Context: an optimization exercise on an open-source flow, tuned for small area. The choices shown serve that exercise and are no tape-out recipe.
Where RTL was checked, it was by simulation tests only, not by an equivalence proof against the original.

==> inputs of v16 <==
Design sns_lane, start of the top module:
module sns_lane (
    input  wire         clk,
    input  wire         rst,
    input  wire         grp_valid,
    input  wire [7:0]   grp,
    input  wire         cfg_we,
    input  wire [2:0]   cfg_slot,
    input  wire [1:0]   cfg_sel,      
    input  wire [23:0]  cfg_wdata,
    output wire         smp_strobe,
    output wire [7:0]   smp_valid,
    output wire [7:0]   smp_ovr,
    output wire [191:0] smp_z,
    output reg          fast_strobe,
    output wire [7:0]   fast_valid,
    output wire [127:0] fast_f,
    output wire [7:0]   stuck
);
    wire [7:0]   cfg_en, cfg_fast;
    wire [191:0] cfg_offx;
    wire [183:0] cfg_gain;
    wire [63:0]  cfg_dly;
    sns_cfg u_cfg (
        .clk(clk), .rst(rst),
        .cfg_we(cfg_we), .cfg_slot(cfg_slot), .cfg_sel(cfg_sel), .cfg_wdata(cfg_wdata),
        .en(cfg_en), .fen(cfg_fast), .offx(cfg_offx), .gain(cfg_gain), .dly(cfg_dly)
    );
    reg  [5:0] phase;
    wire       te = grp_valid & (&phase);
    wire       p0 = grp_valid & (phase[2:0] == 3'd0);
    always @(posedge clk) begin
        if (rst) begin
            phase       <= 6'd0;
            fast_strobe <= 1'b0;
        end else begin
            if (grp_valid)
                phase <= phase + 6'd1;
            fast_strobe <= grp_valid & (&phase[2:0]);
        end
    end
    reg [34:0] w;
    always @(*) begin
        case (phase)
            6'd0: w = {12'd2080, 12'd2016, 11'd0};
            6'd1: w = {12'd2016, 12'd2080, 11'd0};
            6'd2: w = {12'd1953, 12'd2142, 11'd1};
            6'd3: w = {12'd1891, 12'd2202, 11'd3};
            6'd4: w = {12'd1830, 12'd2260, 11'd6};
            6'd5: w = {12'd1770, 12'd2316, 11'd10};
            6'd6: w = {12'd1711, 12'd2370, 11'd15};
            6'd7: w = {12'd1653, 12'd2422, 11'd21};
            6'd8: w = {12'd1596, 12'd2472, 11'd28};
            6'd9: w = {12'd1540, 12'd2520, 11'd36};
            6'd10: w = {12'd1485, 12'd2566, 11'd45};
            6'd11: w = {12'd1431, 12'd2610, 11'd55};
            6'd12: w = {12'd1378, 12'd2652, 11'd66};
            6'd13: w = {12'd1326, 12'd2692, 11'd78};
            6'd14: w = {12'd1275, 12'd2730, 11'd91};
            6'd15: w = {12'd1225, 12'd2766, 11'd105};
            6'd16: w = {12'd1176, 12'd2800, 11'd120};
            6'd17: w = {12'd1128, 12'd2832, 11'd136};
  ...
==> module sns_slot, before the edit <==
module sns_slot (
    input  wire        clk,
    input  wire        rst,
    input  wire        v,           
    input  wire        b,           
    input  wire        te,          
    input  wire        p0,          
    input  wire [11:0] wa,          
    input  wire [11:0] wb,
    input  wire [10:0] wc,
    input  wire [3:0]  wx,          
    input  wire [2:0]  wy,
    input  wire        en,
    input  wire        fen,
    input  wire [15:0] onn,         
    output wire [17:0] c3,          
    output wire        pres,        
    output wire        ovr,
    output wire        fv,          
    output wire [15:0] ff,          
    output wire        stuck
);
    function [32:0] rca;
        input [32:0] x;
        input [32:0] y;
        input        c0;
        integer      i;
        reg          c;
        begin
            c = c0;
            for (i = 0; i < 33; i = i + 1) begin
                rca[i] = x[i] ^ y[i] ^ c;
                c      = (x[i] & y[i]) | (c & (x[i] ^ y[i]));
            end
        end
    endfunction
    reg  [17:0] A, B;
    reg  [15:0] C;
    wire [17:0] sA, sB;
    wire [15:0] sC;
    assign sA = rca(A, {6'd0, wa & {12{b}}}, 1'b0);
    assign sB = rca(B, {6'd0, wb & {12{b}}}, 1'b0);
    assign sC = rca(C, {5'd0, wc & {11{b}}}, 1'b0);
    always @(posedge clk) begin
        A <= te ? sB : sA;
        B <= te ? {2'd0, sC} : sB;
        C <= (te | rst) ? 16'd0 : sC;
    end
    assign c3 = sA;
    reg  [6:0] X;
    reg  [4:0] Y;
    wire [6:0] xb = p0 ? {2'd0, Y} : X;
    wire [6:0] sX;
    wire [4:0] sY;
    assign sX = rca(xb, {3'd0, wx & {4{b}}}, 1'b0);
    assign sY = rca(Y, {2'd0, wy & {3{b}}}, 1'b0);
    always @(posedge clk) begin
        X <= sX;
        Y <= p0 ? 5'd0 : sY;
    end
    reg        P;
    reg  [7:0] F;
    reg        last;
    wire       same  = (b == last);
    wire [3:0] lo_i  = rca(F[3:0], 4'd0, 1'b1);
    wire [4:0] hi_i  = rca(F[7:4], 4'd0, P | (same & (&F[3:0])));
    wire [3:0] lo_n  = same ? lo_i : 4'd1;
    wire [7:0] run_n = same ? (F[7] ? F : {hi_i[3:0], lo_i}) : 8'd1;    
    wire       r128  = ~P & run_n[7];
    wire       r32   = ~P & (|run_n[7:5]);
    wire       okful = P & (hi_i[3:0] == 4'd15);                       
    wire       P_n   = P ? ~okful : (F[7] & ~same);
    wire [7:0] F_n   = P ? (okful ? {4'd0, lo_n} : {hi_i[3:0], lo_n}) :
                       ((F[7] & ~same) ? 8'h11 : run_n);
    reg        s128, s32;
    reg  [2:0] e;
    reg  [1:0] d;
    always @(posedge clk) begin
        if (v)
            last <= b;
        if (rst) begin
            P    <= 1'b1;
            F    <= 8'd0;
            s128 <= 1'b0;
            s32  <= 1'b0;
            e    <= 3'd4;
            d    <= 2'd0;
        end else if (v) begin
            P <= P_n;
            F <= F_n;
            if (te) begin
                s128 <= 1'b0;
                s32  <= 1'b0;
                e    <= (s128 | r128) ? 3'd4 : ((e == 3'd0) ? 3'd0 : e - 3'd1);
                d    <= (s32 | r32) ? 2'd3 : ((d == 2'd0) ? 2'd0 : d - 2'd1);
            end else begin
                s128 <= s128 | r128;
                s32  <= s32 | r32;
            end
        end
    end
    assign stuck = ~P & F[7];
    assign pres  = en & (e == 3'd0);
    assign ovr   = pres & (d != 2'd0);
    wire        wrap = ~(|onn);
    wire [16:0] nn   = {wrap, onn};
    wire [7:0]  shi;
    assign shi = rca({1'b0, X}, {1'b0, nn[16:10]}, 1'b0);
    wire [17:0] S    = {shi, nn[9:0]};
    wire        lo   = (S[17:15] == 3'b000);
    wire        hi   = S[17] | (S[16] & S[15]);
    wire [15:0] fs   = lo ? 16'h8000 : (hi ? 16'h7FFF : S[15:0]);
    assign fv = en & fen & ~P & ~F[7];
    assign ff = fv ? fs : 16'd0;
endmodule
==> flow/config.mk <==
export PLATFORM = sky130hd
export DESIGN_NAME = sns_lane
export DESIGN_NICKNAME = sns_lane
export VERILOG_FILES = /design/flow/design.v
export SDC_FILE = /design/flow/constraint.sdc
export NUM_CORES = 8
export LEC_CHECK = 0
export CAP_MARGIN = 20
export CORE_MARGIN = 2
export CORE_UTILIZATION = 70
export CTS_CLUSTER_DIAMETER = 80
export CTS_CLUSTER_SIZE = 32
export SLEW_MARGIN = 20
==> flow/constraint.sdc <==
create_clock -name core_clock -period 14.0 [get_ports {clk}]
set_input_delay 2.8000 -clock core_clock [delete_from_list [all_inputs] [get_ports {clk}]]
set_output_delay 2.8000 -clock core_clock [all_outputs]
set_load 0.01 [all_outputs]
standard.sh (not shown) runs the stock make flow with config.mk's settings and CLKGATE_MAP_FILE= SYNTH_SCRIPT=/design/flow/synth_recipe.tcl, a recipe that flattens the netlist after the stock synthesis.
==> flow/flow/run.sh <==
#!/bin/bash
# The standard layout, with the ports buffered by the smallest buffer
# (sky130_fd_sc_hd__buf_1) instead of the one buffer_ports picks itself.
set -euo pipefail
export BUFFER_PORTS_ARGS="-buffer_cell sky130_fd_sc_hd__buf_1"
bash standard.sh > standard_flow.log 2>&1
==> v2: changes against v16 <==
--- a/flow/design.v
+++ b/flow/design.v
@@ -8,15 +8,15 @@
     input  wire [11:0] wa,          
     input  wire [11:0] wb,
     input  wire [10:0] wc,
     input  wire [3:0]  wx,          
     input  wire [2:0]  wy,
     input  wire        en,
     input  wire        fen,
-    input  wire [15:0] onn,         
+    input  wire [15:0] ohi,         
     output wire [17:0] c3,          
     output wire        pres,        
     output wire        ovr,
     output wire        fv,          
     output wire [15:0] ff,          
     output wire        stuck
 );
@@ -54,67 +54,61 @@
     wire [4:0] sY;
     assign sX = rca(xb, {3'd0, wx & {4{b}}}, 1'b0);
     assign sY = rca(Y, {2'd0, wy & {3{b}}}, 1'b0);
     always @(posedge clk) begin
         X <= sX;
         Y <= p0 ? 5'd0 : sY;
     end
-    reg        P;
-    reg  [7:0] F;
+    reg  [7:0] run;
     reg        last;
-    wire       same  = (b == last);
-    wire [3:0] lo_i  = rca(F[3:0], 4'd0, 1'b1);
-    wire [4:0] hi_i  = rca(F[7:4], 4'd0, P | (same & (&F[3:0])));
-    wire [3:0] lo_n  = same ? lo_i : 4'd1;
-    wire [7:0] run_n = same ? (F[7] ? F : {hi_i[3:0], lo_i}) : 8'd1;    
-    wire       r128  = ~P & run_n[7];
-    wire       r32   = ~P & (|run_n[7:5]);
-    wire       okful = P & (hi_i[3:0] == 4'd15);                       
-    wire       P_n   = P ? ~okful : (F[7] & ~same);
-    wire [7:0] F_n   = P ? (okful ? {4'd0, lo_n} : {hi_i[3:0], lo_n}) :
-                       ((F[7] & ~same) ? 8'h11 : run_n);
+    wire [7:0] run_i;
+    assign run_i = rca(run, 8'd0, ~run[7]);
+    wire [7:0] run_n = (b == last) ? run_i : 8'd1;
+    wire       r128  = run_n[7];
+    wire       r32   = |run_n[7:5];
+    reg  [3:0] ok;
     reg        s128, s32;
     reg  [2:0] e;
     reg  [1:0] d;
     always @(posedge clk) begin
         if (v)
             last <= b;
         if (rst) begin
-            P    <= 1'b1;
-            F    <= 8'd0;
+            run  <= 8'd0;
+            ok   <= 4'd0;
             s128 <= 1'b0;
             s32  <= 1'b0;
             e    <= 3'd4;
             d    <= 2'd0;
         end else if (v) begin
-            P <= P_n;
-            F <= F_n;
+            run <= run_n;
+            ok  <= r128 ? 4'd0 : ((&ok) ? ok : ok + 4'd1);
             if (te) begin
                 s128 <= 1'b0;
                 s32  <= 1'b0;
                 e    <= (s128 | r128) ? 3'd4 : ((e == 3'd0) ? 3'd0 : e - 3'd1);
                 d    <= (s32 | r32) ? 2'd3 : ((d == 2'd0) ? 2'd0 : d - 2'd1);
             end else begin
                 s128 <= s128 | r128;
                 s32  <= s32 | r32;
             end
         end
     end
-    assign stuck = ~P & F[7];
+    assign stuck = run[7];
     assign pres  = en & (e == 3'd0);
     assign ovr   = pres & (d != 2'd0);
-    wire        wrap = ~(|onn);
-    wire [16:0] nn   = {wrap, onn};
+    wire        wrap = (ohi == 16'h7FFF);
+    wire [16:0] nn   = {wrap, ohi[15], ~ohi[14:0]};           
     wire [7:0]  shi;
     assign shi = rca({1'b0, X}, {1'b0, nn[16:10]}, 1'b0);
     wire [17:0] S    = {shi, nn[9:0]};
     wire        lo   = (S[17:15] == 3'b000);
     wire        hi   = S[17] | (S[16] & S[15]);
     wire [15:0] fs   = lo ? 16'h8000 : (hi ? 16'h7FFF : S[15:0]);
-    assign fv = en & fen & ~P & ~F[7];
+    assign fv = en & fen & (&ok);
     assign ff = fv ? fs : 16'd0;
 endmodule
 module sns_lane (
     input  wire         clk,
     input  wire         rst,
     input  wire         grp_valid,
     input  wire [7:0]   grp,
@@ -243,15 +237,15 @@
                 .wa    (wa),
                 .wb    (wb),
                 .wc    (wc),
                 .wx    (wx),
                 .wy    (wy),
                 .en    (cfg_en[m]),
                 .fen   (cfg_fast[m]),
-                .onn   (cfg_offx[24*m+8 +: 16]),
+                .ohi   (cfg_offx[24*m+8 +: 16]),
                 .c3    (c3[18*m +: 18]),
                 .pres  (pres[m]),
                 .ovr   (smp_ovr[m]),
                 .fv    (fast_valid[m]),
                 .ff    (fast_f[16*m +: 16]),
                 .stuck (stuck[m])
             );
@@ -318,20 +312,20 @@
     reg [23:0] wd_q;
     always @(posedge clk) begin
         we_q   <= cfg_we;
         slot_q <= cfg_slot;
         sel_q  <= cfg_sel;
         wd_q   <= cfg_wdata;
     end
-    wire [15:0] onn_w  = rca(~wd_q[23:8], 16'd0, 1'b1) ^ 16'h8000;
-    wire [23:0] offx_w = {onn_w, wd_q[7:0]};
+    wire [15:0] ohi_w  = rca(wd_q[23:8], 16'hFFFF, 1'b0);
+    wire [23:0] offx_w = {ohi_w, wd_q[7:0]};
     wire [22:0] gain_w = wd_q[23] ? 23'h7FFFFF :
                          (wd_q[22:21] == 2'b00) ? 23'h200000 : wd_q[22:0];
     wire [1:0]  ctl_d = rst ? 2'b00 : wd_q[1:0];
-    wire [23:0] off_d = rst ? 24'h800000 : offx_w;
+    wire [23:0] off_d = rst ? 24'hFFFF00 : offx_w;
     wire [22:0] gn_d  = rst ? 23'h400000 : gain_w;
     wire [7:0]  dly_d = rst ? 8'd130 : wd_q[7:0];
     genvar k;
     generate
         for (k = 0; k < 8; k = k + 1) begin : g_reg
             wire wk = we_q & (slot_q == k);
             always @(posedge clk) begin
@@ -378,85 +372,73 @@
                 rca[i] = x[i] ^ y[i] ^ c;
                 c      = (x[i] & y[i]) | (c & (x[i] ^ y[i]));
             end
         end
     endfunction
     reg        busy, pre;
     reg [2:0]  cc;
-    reg [7:0]  oh;       
-    function [23:0] pick;
-        input [7:0]   s;
-        input [191:0] x;
-        input integer w;
-        integer       q;
-        begin
-            pick = 24'd0;
-            for (q = 0; q < 8; q = q + 1)
-                pick = pick | (x[w*q +: 24] & {24{s[q]}});
-        end
-    endfunction
+    reg [3:0]  jj;
     always @(posedge clk) begin
         if (rst) begin
             busy   <= 1'b0;
             pre    <= 1'b0;
             strobe <= 1'b0;
         end else begin
-            strobe <= busy & ~pre & oh[7] & (cc == 3'd7);
+            strobe <= busy & ~pre & (jj == 4'd8) & (cc == 3'd6);
             if (te) begin
                 busy <= 1'b1;
                 pre  <= 1'b1;
             end else if (pre) begin
                 pre <= 1'b0;
                 cc  <= 3'd1;
-                oh  <= 8'd1;
+                jj  <= 4'd0;
             end else if (busy) begin
-                if (cc == 3'd7) begin
+                if (cc == 3'd6) begin
                     cc <= 3'd1;
-                    oh <= {oh[6:0], oh[7]};
-                    if (oh[7])
+                    jj <= jj + 4'd1;
+                    if (jj == 4'd8)
                         busy <= 1'b0;
                 end else begin
                     cc <= cc + 3'd1;
                 end
             end
         end
     end
     wire run_c = busy & ~pre;
-    assign zsh = pre | (run_c & (cc == 3'd7));
-    assign gsh = run_c & (cc == 3'd5);
+    assign zsh = pre | (run_c & (cc == 3'd6));
+    assign gsh = run_c & (cc == 3'd4) & (jj != 4'd0);
     wire m1    = ~cc[2] | (cc == 3'd4);                        
-    wire [2:0]  ccn  = (pre | (cc == 3'd7)) ? 3'd1 : cc + 3'd1;
-    wire [7:0]  ohn  = pre ? 8'd1 : ((cc == 3'd7) ? {oh[6:0], oh[7]} : oh);
+    wire [1:0] st = m1 ? (cc[1:0] - 2'd1) : {1'b0, cc[1]};     
+    wire [2:0] osel = pre ? 3'd0 : (jj[2:0] + 3'd1);
+    wire [2:0] gsel = jj[2:0];
+    wire [2:0] dsel = jj[2:0] - 3'd1;
     wire [23:0] y    = {~zhead[17], zhead[16:0], 6'd0};
-    wire [23:0] ofx  = pick(ohn, offx, 24);
-    wire [15:0] ofh  = rca(~ofx[23:8], 16'd0, 1'b1) ^ 16'h8000;
+    wire [23:0] ofx  = offx[24*osel +: 24];
+    wire [15:0] ofh  = rca(ofx[23:8], 16'd0, 1'b1);
     wire [23:0] off  = {ofh, ofx[7:0]};
     wire [24:0] dif  = rca({y[23], y}, ~{off[23], off}, 1'b1);
     wire [23:0] a    = (dif[24] != dif[23]) ? (dif[24] ? 24'h800000 : 24'h7FFFFF) : dif[23:0];
     reg  [24:0] MC;
     reg  [32:0] ACC;
-    wire [28:0] gr  = ACC[32:4];
-    wire        gov = ~((&gr[28:23]) | ~(|gr[28:23]));
-    wire [23:0] gc  = gov ? (gr[28] ? 24'h800000 : 24'h7FFFFF) : gr[23:0];
-    wire [24:0] dg  = rca({ghead[23], ghead}, ~{gc[23], gc}, 1'b1);
-    assign gin = gc;
-    wire [22:0] gsel = pick(ohn, {8'd0, gain}, 23);
-    wire [7:0]  dsel = pick(ohn, {128'd0, dly}, 8);
-    wire [24:0] gx = {1'b0, gsel, 1'b0};
-    wire [12:0] dx = {4'd0, dsel, 1'b0};
+    reg  [23:0] G;
+    wire [24:0] dg = rca({ghead[23], ghead}, ~{G[23], G}, 1'b1);
+    wire [24:0] gx = {1'b0, gain[23*gsel +: 23], 1'b0};
+    wire [12:0] dx = {4'd0, dly[8*dsel +: 8], 1'b0};
     reg  [6:0]  win;
-    always @(posedge clk) begin
-        case (ccn)
-            3'd1:    win <= gx[6:0];
-            3'd2:    win <= gx[12:6];
-            3'd3:    win <= gx[18:12];
-            3'd4:    win <= gx[24:18];
-            3'd7:    win <= dx[12:6];
-            default: win <= dx[6:0];
-        endcase
+    always @(*) begin
+        if (m1) begin
+            case (st)
+                2'd0: win = gx[6:0];
+                2'd1: win = gx[12:6];
+                2'd2: win = gx[18:12];
+                default: win = gx[24:18];
+            endcase
+        end else begin
+            win = st[0] ? dx[12:6] : dx[6:0];
+        end
     end
     wire [32:0] ppx [0:2];
     wire [2:0]  neg;
     genvar i;
     generate
         for (i = 0; i < 3; i = i + 1) begin : g_pp
             wire b2 = win[2*i+2], b1 = win[2*i+1], b0 = win[2*i];
@@ -464,30 +446,33 @@
             wire two = (b2 & ~b1 & ~b0) | (~b2 & b1 & b0);
             assign neg[i] = b2 & ~(b1 & b0);
             wire [25:0] sel = one ? {MC[24], MC} : (two ? {MC, 1'b0} : 26'd0);
             wire [32:0] sh  = {{7{sel[25]}}, sel} << (2 * i);
             assign ppx[i] = neg[i] ? ~sh : sh;
         end
     endgenerate
-    wire        first = (cc == 3'd1) | (cc == 3'd6);
+    wire        first = (cc == 3'd1) | (cc == 3'd5);
     wire [32:0] init1 = 33'd2097152 - {32'd0, MC[24]};
     wire [32:0] init2 = {gtail[23], gtail, 8'hFF};
     wire [32:0] ain   = first ? (m1 ? init1 : init2) : {{6{ACC[32]}}, ACC[32:6]};
     wire [32:0] s1 = ain ^ ppx[0] ^ ppx[1];
     wire [32:0] k1 = (ain & ppx[0]) | (ppx[1] & (ain ^ ppx[0]));
     wire [32:0] c1 = {k1[31:0], neg[0]};
     wire [32:0] s2 = s1 ^ c1 ^ ppx[2];
     wire [32:0] k2 = (s1 & c1) | (ppx[2] & (s1 ^ c1));
     wire [32:0] c2 = {k2[31:0], neg[1]};
-    wire [32:0] alo  = rca({19'd0, s2[13:0]}, {19'd0, c2[13:0]}, neg[2]);
-    wire [18:0] ah0  = rca({14'd0, s2[32:14]}, {14'd0, c2[32:14]}, 1'b0);
-    wire [18:0] ah1  = rca({14'd0, s2[32:14]}, {14'd0, c2[32:14]}, 1'b1);
-    wire [32:0] accn = {alo[14] ? ah1 : ah0, alo[13:0]};
-    assign zin = (|(pres & oh)) ? accn[25:2] : 24'd0;
+    wire [32:0] accn = rca(s2, c2, neg[2]);
+    wire [28:0] gr  = accn[32:4];
+    wire        gov = ~((&gr[28:23]) | ~(|gr[28:23]));
+    wire [23:0] gc  = gov ? (gr[28] ? 24'h800000 : 24'h7FFFFF) : gr[23:0];
+    assign zin = pres[dsel] ? accn[25:2] : 24'd0;
+    assign gin = G;
     always @(posedge clk) begin
         ACC <= accn;
         if (zsh)
             MC <= {a[23], a};
         else if (gsh)
             MC <= dg;
+        if (run_c & (cc == 3'd4))
+            G <= gc;
     end
 endmodule
==> flow/run.sh (new file) <==
#!/bin/bash
# synth_recipe.tcl (not shown) runs the flow's synth.tcl, then flattens the netlist and writes it again
# the make line also repeats each setting of config.mk as NAME=value (left out here)
make -C /OpenROAD-flow-scripts/flow DESIGN_CONFIG=/design/flow/config.mk WORK_HOME=/design/flow/orfs CLKGATE_MAP_FILE= SYNTH_SCRIPT=/design/flow/synth_recipe.tcl finish
==> flow/config.mk (replaced) <==
export PLATFORM = sky130hd
export DESIGN_NAME = sns_lane
export DESIGN_NICKNAME = sns_lane
export VERILOG_FILES = /design/flow/design.v
export SDC_FILE = /design/flow/constraint.sdc
export NUM_CORES = 8
export LEC_CHECK = 0
export CAP_MARGIN = 20
export CORE_MARGIN = 2
export CORE_UTILIZATION = 40
export SLEW_MARGIN = 20
removed: flow/flow/run.sh
removed: flow/standard.sh
==> v31: changes against v16 <==
--- a/flow/design.v
+++ b/flow/design.v
@@ -54,67 +54,61 @@
     wire [4:0] sY;
     assign sX = rca(xb, {3'd0, wx & {4{b}}}, 1'b0);
     assign sY = rca(Y, {2'd0, wy & {3{b}}}, 1'b0);
     always @(posedge clk) begin
         X <= sX;
         Y <= p0 ? 5'd0 : sY;
     end
-    reg        P;
-    reg  [7:0] F;
+    reg  [7:0] run;
     reg        last;
-    wire       same  = (b == last);
-    wire [3:0] lo_i  = rca(F[3:0], 4'd0, 1'b1);
-    wire [4:0] hi_i  = rca(F[7:4], 4'd0, P | (same & (&F[3:0])));
-    wire [3:0] lo_n  = same ? lo_i : 4'd1;
-    wire [7:0] run_n = same ? (F[7] ? F : {hi_i[3:0], lo_i}) : 8'd1;    
-    wire       r128  = ~P & run_n[7];
-    wire       r32   = ~P & (|run_n[7:5]);
-    wire       okful = P & (hi_i[3:0] == 4'd15);                       
-    wire       P_n   = P ? ~okful : (F[7] & ~same);
-    wire [7:0] F_n   = P ? (okful ? {4'd0, lo_n} : {hi_i[3:0], lo_n}) :
-                       ((F[7] & ~same) ? 8'h11 : run_n);
+    wire [7:0] run_i;
+    assign run_i = rca(run, 8'd0, ~run[7]);
+    wire [7:0] run_n = (b == last) ? run_i : 8'd1;
+    wire       r128  = run_n[7];
+    wire       r32   = |run_n[7:5];
+    reg  [3:0] ok;
     reg        s128, s32;
     reg  [2:0] e;
     reg  [1:0] d;
     always @(posedge clk) begin
         if (v)
             last <= b;
         if (rst) begin
-            P    <= 1'b1;
-            F    <= 8'd0;
+            run  <= 8'd0;
+            ok   <= 4'd0;
             s128 <= 1'b0;
             s32  <= 1'b0;
             e    <= 3'd4;
             d    <= 2'd0;
         end else if (v) begin
-            P <= P_n;
-            F <= F_n;
+            run <= run_n;
+            ok  <= r128 ? 4'd0 : ((&ok) ? ok : ok + 4'd1);
             if (te) begin
                 s128 <= 1'b0;
                 s32  <= 1'b0;
                 e    <= (s128 | r128) ? 3'd4 : ((e == 3'd0) ? 3'd0 : e - 3'd1);
                 d    <= (s32 | r32) ? 2'd3 : ((d == 2'd0) ? 2'd0 : d - 2'd1);
             end else begin
                 s128 <= s128 | r128;
                 s32  <= s32 | r32;
             end
         end
     end
-    assign stuck = ~P & F[7];
+    assign stuck = run[7];
     assign pres  = en & (e == 3'd0);
     assign ovr   = pres & (d != 2'd0);
     wire        wrap = ~(|onn);
     wire [16:0] nn   = {wrap, onn};
     wire [7:0]  shi;
     assign shi = rca({1'b0, X}, {1'b0, nn[16:10]}, 1'b0);
     wire [17:0] S    = {shi, nn[9:0]};
     wire        lo   = (S[17:15] == 3'b000);
     wire        hi   = S[17] | (S[16] & S[15]);
     wire [15:0] fs   = lo ? 16'h8000 : (hi ? 16'h7FFF : S[15:0]);
-    assign fv = en & fen & ~P & ~F[7];
+    assign fv = en & fen & (&ok);
     assign ff = fv ? fs : 16'd0;
 endmodule
 module sns_lane (
     input  wire         clk,
     input  wire         rst,
     input  wire         grp_valid,
     input  wire [7:0]   grp,
==> flow/run.sh (new file) <==
#!/bin/bash
# synth_recipe.tcl (not shown) runs the flow's synth.tcl, then flattens the netlist and writes it again
# the make line also repeats each setting of config.mk as NAME=value (left out here)
make -C /OpenROAD-flow-scripts/flow DESIGN_CONFIG=/design/flow/config.mk WORK_HOME=/design/flow/orfs CLKGATE_MAP_FILE= SYNTH_SCRIPT=/design/flow/synth_recipe.tcl finish
==> flow/config.mk (replaced) <==
export PLATFORM = sky130hd
export DESIGN_NAME = sns_lane
export DESIGN_NICKNAME = sns_lane
export VERILOG_FILES = /design/flow/design.v
export SDC_FILE = /design/flow/constraint.sdc
export NUM_CORES = 8
export LEC_CHECK = 0
export CAP_MARGIN = 20
export CORE_MARGIN = 2
export CORE_UTILIZATION = 40
export SLEW_MARGIN = 20
removed: flow/flow/run.sh
removed: flow/standard.sh
==> v21: changes against v16 <==
--- a/flow/design.v
+++ b/flow/design.v
@@ -54,67 +54,61 @@
     wire [4:0] sY;
     assign sX = rca(xb, {3'd0, wx & {4{b}}}, 1'b0);
     assign sY = rca(Y, {2'd0, wy & {3{b}}}, 1'b0);
     always @(posedge clk) begin
         X <= sX;
         Y <= p0 ? 5'd0 : sY;
     end
-    reg        P;
-    reg  [7:0] F;
+    reg  [7:0] run;
     reg        last;
-    wire       same  = (b == last);
-    wire [3:0] lo_i  = rca(F[3:0], 4'd0, 1'b1);
-    wire [4:0] hi_i  = rca(F[7:4], 4'd0, P | (same & (&F[3:0])));
-    wire [3:0] lo_n  = same ? lo_i : 4'd1;
-    wire [7:0] run_n = same ? (F[7] ? F : {hi_i[3:0], lo_i}) : 8'd1;    
-    wire       r128  = ~P & run_n[7];
-    wire       r32   = ~P & (|run_n[7:5]);
-    wire       okful = P & (hi_i[3:0] == 4'd15);                       
-    wire       P_n   = P ? ~okful : (F[7] & ~same);
-    wire [7:0] F_n   = P ? (okful ? {4'd0, lo_n} : {hi_i[3:0], lo_n}) :
-                       ((F[7] & ~same) ? 8'h11 : run_n);
+    wire [7:0] run_i;
+    assign run_i = rca(run, 8'd0, ~run[7]);
+    wire [7:0] run_n = (b == last) ? run_i : 8'd1;
+    wire       r128  = run_n[7];
+    wire       r32   = |run_n[7:5];
+    reg  [3:0] ok;
     reg        s128, s32;
     reg  [2:0] e;
     reg  [1:0] d;
     always @(posedge clk) begin
         if (v)
             last <= b;
         if (rst) begin
-            P    <= 1'b1;
-            F    <= 8'd0;
+            run  <= 8'd0;
+            ok   <= 4'd0;
             s128 <= 1'b0;
             s32  <= 1'b0;
             e    <= 3'd4;
             d    <= 2'd0;
         end else if (v) begin
-            P <= P_n;
-            F <= F_n;
+            run <= run_n;
+            ok  <= r128 ? 4'd0 : ((&ok) ? ok : ok + 4'd1);
             if (te) begin
                 s128 <= 1'b0;
                 s32  <= 1'b0;
                 e    <= (s128 | r128) ? 3'd4 : ((e == 3'd0) ? 3'd0 : e - 3'd1);
                 d    <= (s32 | r32) ? 2'd3 : ((d == 2'd0) ? 2'd0 : d - 2'd1);
             end else begin
                 s128 <= s128 | r128;
                 s32  <= s32 | r32;
             end
         end
     end
-    assign stuck = ~P & F[7];
+    assign stuck = run[7];
     assign pres  = en & (e == 3'd0);
     assign ovr   = pres & (d != 2'd0);
     wire        wrap = ~(|onn);
     wire [16:0] nn   = {wrap, onn};
     wire [7:0]  shi;
     assign shi = rca({1'b0, X}, {1'b0, nn[16:10]}, 1'b0);
     wire [17:0] S    = {shi, nn[9:0]};
     wire        lo   = (S[17:15] == 3'b000);
     wire        hi   = S[17] | (S[16] & S[15]);
     wire [15:0] fs   = lo ? 16'h8000 : (hi ? 16'h7FFF : S[15:0]);
-    assign fv = en & fen & ~P & ~F[7];
+    assign fv = en & fen & (&ok);
     assign ff = fv ? fs : 16'd0;
 endmodule
 module sns_lane (
     input  wire         clk,
     input  wire         rst,
     input  wire         grp_valid,
     input  wire [7:0]   grp,
==> flow/config.mk (replaced) <==
export PLATFORM = sky130hd
export DESIGN_NAME = sns_lane
export DESIGN_NICKNAME = sns_lane
export VERILOG_FILES = /design/flow/design.v
export SDC_FILE = /design/flow/constraint.sdc
export NUM_CORES = 8
export LEC_CHECK = 0
export CAP_MARGIN = 20
export CORE_MARGIN = 2
export CORE_UTILIZATION = 80
export CTS_CLUSTER_DIAMETER = 80
export CTS_CLUSTER_SIZE = 26
export SLEW_MARGIN = 20
==> impl_metrics.py <==
metrics = {
    "grt": {
        "grt_use_total_pct": 36.2,
    },
    "cells_and_area": {
        "nets": 7909,
        "multi_input_gates": 4393,
    },
    "logic_synthesis": {
        "synthAdderAreaFrac_pct": 17.0,
    },
    "run_status": {
        "run_status": "timing/DRC/antenna clean",
    },
    "sta": {
        "worst_pin_slew_ns": 1.27,
    },
    "clocking": {
        "htree_levels": 3,
    },
    "detailed_routing": {
        "vias": 52836,
    },
}
The numbers above come from v16.

==> impl_metrics.py <==
metrics = {
    "logic_synthesis": {
        "synthAdderAreaFrac_pct": 17.1,
        "synth_top_family_by_area": "adder cells",
    },
    "detailed_routing": {
        "vias": 53368,
        "drc": 0,
        "highest_layer": "met5",
    },
    "cells_and_area": {
        "nets": 8103,
    },
    "clocking": {
        "htree_levels": 4,
    },
    "run_status": {
        "run_status": "timing/DRC/antenna clean",
    },
    "sta": {
        "hold_viol_final": 0,
        "worst_pin_slew_ns": 1.12,
    },
    "grt": {
        "grt_use_total_pct": 23.1,
    },
}
The numbers above come from v31.

==> impl_metrics.py <==
metrics = {
    "run_status": {
        "run_status": "timing/DRC/antenna clean",
    },
    "grt": {
        "grt_use_total_pct": 43.9,
    },
    "detailed_routing": {
        "met2RoutedLength_um": 101000,
        "vias": 56435,
    },
    "sta": {
        "layout_setup_ws_ns": 0.189,
        "worst_pin_slew_ns": 1.14,
    },
    "logic_synthesis": {
        "synthAdderAreaFrac_pct": 17.1,
        "synth.distinct_cells": 79,
    },
    "cells_and_area": {
        "drive_gt1_share_pct": 4.07,
        "nets": 7998,
        "multi_input_gates": 4482,
    },
    "placed_design": {
        "dp.cells": 8368,
    },
    "clocking": {
        "htree_levels": 3,
    },
}
The numbers above come from v21.

==> impl_metrics.py <==
metrics = {
    "run_status": {
        "run_status": "failed layout checks",
        "violations": "setup timing",
    },
    "logic_synthesis": {
        "synthAdderAreaFrac_pct": 16.8,
    },
    "sta": {
        "layout_setup_ws_ns": -1.73,
        "setup_viol": 28,
    },
    "clocking": {
        "htree_levels": 4,
    },
    "grt": {
        "grt_use_total_pct": 23.5,
    },
    "cells_and_area": {
        "multi_input_gates": 4579,
    },
}
The numbers above come from v2.

The RTL of v2 was laid out without a check of its function.

[port drivers added, routing unchanged]
No port has a modelled driver above. Below, the same layouts with a new extraction and two added sets of constraints.
Step 1 (the two cells are an assumption about what drives the block):
set clk [get_ports {clk}]
set_driving_cell -lib_cell sky130_fd_sc_hd__clkbuf_16 $clk
set_driving_cell -lib_cell sky130_fd_sc_hd__buf_2 [delete_from_list [all_inputs] $clk]
Step 2 adds t to the input delays and takes it off the output delays; t is the mean of the earliest and latest rising clock arrival at the registers after step 1. Input paths then give back, and output paths get back, about the clock's delay inside the block.
Three values: ideal, step 1, step 2; two values: the first two.
| run | t (ns) | setup WS [ns] | worst hold slack (ns) | worst data-port slew with drivers (ns) |
|---|---|---|---|---|
| v16 | 0.766 | 0.322 / 0.322 / 0.322 | 0.420 / 0.420 / 0.420 | 0.07 |
| v2 | 0.909 | -1.727 / -1.727 / -1.727 | 0.414 / 0.414 / 0.414 | 0.05 |
| v31 | 0.926 | 0.395 / 0.395 / 0.395 | 0.413 / 0.413 / 0.413 | 0.08 |
| v21 | 0.783 | 0.189 / 0.189 / 0.189 | 0.417 / 0.417 / 0.417 | 0.04 |
